This is an optimization exercise on Yosys and OpenROAD, whose aim is small area, a short achievable clock period and few clock cycles per item, not a production implementation.
Only simulation tests tie the RTL to the original design; equivalence was not proved.

## design/flow/run.sh

```bash
#!/bin/bash
# synth_recipe.tcl (not shown) runs the flow's synth.tcl, then flattens the netlist and writes it again
# the make line also repeats each setting of config.mk as NAME=value (left out here)
make -C /OpenROAD-flow-scripts/flow DESIGN_CONFIG=/design/flow/config.mk WORK_HOME=/design/flow/orfs CLKGATE_MAP_FILE= SYNTH_SCRIPT=/design/flow/synth_recipe.tcl finish
```

## design/flow/config.mk

```make
export PLATFORM = sky130hd
export DESIGN_NAME = srgen
export DESIGN_NICKNAME = srgen
export VERILOG_FILES = /design/flow/design.v
export SDC_FILE = /design/flow/constraint.sdc
export NUM_CORES = 4
export LEC_CHECK = 0
export CAP_MARGIN = 20
export CORE_MARGIN = 2
export CORE_UTILIZATION = 40
export SLEW_MARGIN = 20
```

## design/flow/constraint.sdc

```tcl
create_clock -name core_clock -period 28.0 [get_ports {clk}]
set_input_delay 5.6000 -clock core_clock [delete_from_list [all_inputs] [get_ports {clk}]]
set_output_delay 5.6000 -clock core_clock [all_outputs]
set_load 0.01 [all_outputs]
```

## design/flow/design.v

```verilog
module srgen (
    input  wire        clk,
    input  wire        rst,
    input  wire        cfg_valid,
    output wire        cfg_ready,
    input  wire [63:0] cfg_key,
    input  wire [31:0] cfg_site,
    input  wire [31:0] cfg_step,
    output reg         out_valid,
    input  wire        out_ready,
    output reg  [63:0] out_word
);
    localparam [63:0] PHI = 64'h9E37_79B9_7F4A_7C15;
    localparam [63:0] M1  = 64'hBF58_476D_1CE4_E5B9;
    localparam [63:0] M2  = 64'h94D0_49BB_1331_11EB;
    localparam [2:0] S_IDLE = 3'd0;
    localparam [2:0] S_MIX1 = 3'd1;    
    localparam [2:0] S_MIX2 = 3'd2;    
    localparam [2:0] S_MIX3 = 3'd3;    
    localparam [2:0] S_RUN  = 3'd4;    
    function automatic [63:0] mix(input [63:0] z);
        reg [63:0] a, b;
        begin
            a   = (z ^ (z >> 30)) * M1;
            b   = (a ^ (a >> 27)) * M2;
            mix = b ^ (b >> 31);
        end
    endfunction
    reg [2:0]  state;
    reg [63:0] key_q;
    reg [31:0] site_q;
    reg [31:0] step_q;
    reg [63:0] acc;         
    reg [63:0] step_phi;    
    reg  [63:0] mix_in;
    always @(*) begin
        case (state)
            S_MIX1:  mix_in = {32'd0, site_q} + PHI;
            S_MIX2:  mix_in = key_q ^ acc;
            S_MIX3:  mix_in = acc ^ step_phi;
            default: mix_in = acc;
        endcase
    end
    wire [63:0] mix_out = mix(mix_in);
    assign cfg_ready = (state == S_IDLE) || (state == S_RUN);
    wire cfg_take = cfg_valid && cfg_ready;
    wire out_free = !out_valid || out_ready;
    always @(posedge clk) begin
        if (rst) begin
            state     <= S_IDLE;
            out_valid <= 1'b0;
        end else if (cfg_take) begin
            key_q     <= cfg_key;
            site_q    <= cfg_site;
            step_q    <= cfg_step;
            state     <= S_MIX1;
            out_valid <= 1'b0;
        end else begin
            case (state)
                S_MIX1: begin
                    acc      <= mix_out;
                    step_phi <= {32'd0, step_q} * PHI;
                    state    <= S_MIX2;
                end
                S_MIX2: begin
                    acc   <= mix_out;
                    state <= S_MIX3;
                end
                S_MIX3: begin
                    acc   <= mix_out;
                    state <= S_RUN;
                end
                S_RUN: begin
                    if (out_free) begin
                        out_word  <= mix_out;
                        out_valid <= 1'b1;
                        acc       <= acc + PHI;
                    end
                end
                default: state <= S_IDLE;
            endcase
        end
    end
endmodule
```

==> run notes <==
status timing/DRC/antenna clean; crit-path max cell delay 0.90 ns; CP endpoint kind register; Yosys top cell area share 45.3%; HPWL Detailed 385000 µm; gr usage total 33.4%; area delta synth->final 8.15%; antenna viol nets, final 0; post-synthesis sequential area ratio 9.48%; standard-cell rows 185; Mapped Cells 9837; Total Negative Setup Slacks 0 ns; routed via count 71300; clk sink count 324; clock latency (worst-skew pair) 0.64 ns; GPL Wtd Cong 1.10; Post-synth EDFFs 320; RSZ-0062 raised after global routing no; Top FF cell, synth edfxtp_1; TritonRoute pass-1 iters 6; largest net degree at the start of global routing 73; syn_area_per_cell 10.4 µm²; final hold vios 0; cell family with most CP delay adder cells; actual slew at the worst max-slew pin 1.17 ns; maxcap violations 0; CP most frequent cell fa_1; Highest Clock Rate 43.6 MHz; gr ovfl total 0; CP max stage cell nor4b_1; Max clock buf depth 3; Setup WS pre-CTS 5.69 ns; Worst Path Max Fanout 45; post-DR vias/cell 5.28; die height 509 µm; Area contributors post-synth fa_1 45%, ha_1 18%, inv_1 12%; distinct cell type count after synthesis 92; CTS hold repair buffers 0; clk slew on worst S/H paths 0.07 ns; first-pass GRT wire length 598000 µm; Final nets 14000; worst path arrival time 23.29 ns; I/O pin count 198; flops & latches, synth 324; Startpoint Class register; initial antenna violation count 25; die area 260000 µm²; Setup Buffers After CTS 0; final worst slack 5.05 ns; Final Critical Period 22.95 ns; Routed WL 426000 µm; YS warnings 1; htree depth 2; worst path buffer plus inverter count 17; HP Class register to register; Placeable Area 254000 µm²; CTS Buf Count 36; syn_nets 13700; Pins Over Slew Limit 0; vias in the first global route 78000; Synth area leader fa_1; wire length per cell 31.6 µm; Resized Gates After CTS 0; worst clock skew 0.0498 ns; final setup fails 0; Critical Path RT 28.35 ns; slew margin rel. 21.7%; commonest non-fill, non-tap cell in the layout inv_1; mapped cell area 102000 µm²; DRT iter0 DRCs 6511; I/O Buffers 197; CP Class register to register; drt drc 0; effective utilization at floorplan 40.2%; Final Cycle Share 82.0%; layout cells sized above 1 3.16%; Async S/R FF share, synth 0%; root buffer cell clkbuf_16; TritonCTS clock tree built; chip width 509 µm; most frequent cells in the layout 3336 x inv_1, 2311 x fa_1, 1435 x ha_1
-- area by class of cell --
type / count / area (µm²)
diodes: 12 / 30.0
well taps: 3366 / 4210
multi-input cells: 6038 / 79700
repair buffers: 361 / 3210
fillers: 24400 / 144000
flip-flops and latches: 324 / 9700
clock buffers: 42 / 923
clock inverters: 20 / 235
inverters: 3337 / 12500
-- synthesized netlist by cell type, types with 19 or more instances --
master / n
nand3_1: 44
o21a_1: 25
edfxtp_1: 320
a31oi_1: 37
fa_1: 2311
o21bai_1: 40
nand2b_1: 29
a32oi_1: 49
a211oi_1: 19
xor2_1: 156
nand3b_1: 24
xnor2_1: 361
nand4_1: 50
o21ai_1: 33
nor2b_1: 29
ha_1: 1435
nand2_1: 215
a21oi_1: 288
nor2_1: 192
clkbuf_1: 106
nor3_1: 30
and3_1: 28
a21o_1: 148
o21ai_0: 212
inv_1: 3336
-- flip-flops by register name, indices dropped and copies added, names as in the netlist --
signal and cells:
acc 64, key_q 64, out_valid 1, out_word 64, site_q 32, state 3, step_phi 64, step_q 32
-- routing by layer --
layer / share of wire (%) / track usage [%] / vias to the layer above
met5: 0.031 / 0 / -
met2: 46 / 53.2 / 3039
met1: 39 / 42.3 / 37300
li1: - / - / 30200
met4: 7.6 / 19.6 / 20
met3: 7.5 / 6.27 / 773
-- worst paths after layout --
check | start | endpoint | slack (ns) | cells past startpoint
setup / recovery | state[1] | acc[24] | 5.05 | 61
hold / removal | out_valid | out_valid | 0.59 | 2
setup reg to reg | state[1] | acc[24] | 5.05 | 61
hold reg to reg | out_valid | out_valid | 0.59 | 2
-- worst min-delay path, stage by stage (launching register included) --
cell and delay [ns]:
dfxtp_1 0.37, nor2_1 0.12, a211oi_1 0.05
-- per-stage QoR --
step | util (%) | instances | hold slack [ns] | cell area [µm²]
3_5_place_dp | 43.0 | 13400 | 0.593 | 109000
3_3_place_gp | 43.0 | 13400 | 0.597 | 109000
5_1_grt | 43.5 | 13500 | 0.632 | 110000
2_1_floorplan | - | 9837 | 0.524 | 102000
4_1_cts | 43.5 | 13500 | 0.602 | 110000
6_report | 43.5 | 13500 | 0.593 | 111000
-- cell families after synthesis --
group,synth area share (%)
AND/OR/NAND/NOR,3.44
buffers and inverters,12.8
XOR/XNOR,4.85
adder cells (fa/ha/maj),62.8
multiplexers,0.192
AO/OA/AOI/OAI,6.38
flip-flops,9.48
Testbench counts, summed over its fixed seeds: cycles 11,745, items 10,457.

port drivers added, routing unchanged:
Ports are ideal in the flow. The routed layout listed here was re-timed in OpenROAD.
Step 1, drivers: a clkbuf_16 drives clk and a buf_2 each remaining input, both assumed.
Step 2 also shifts input and output timing later by t, the mid clock arrival at the registers, as if the neighbouring blocks saw the same clock.
Slacks: no drivers / after step 1 / after step 2; pairs: no drivers / after step 1.
t (ns): 0.667
slack for setup (ns): 5.051 / 5.051 / 5.051
cell pins on the clock port's net: 1
After both steps this run still meets setup and hold. The setup slack of this run moves by 0.000 ns with the drivers and by 0.000 ns with both steps.
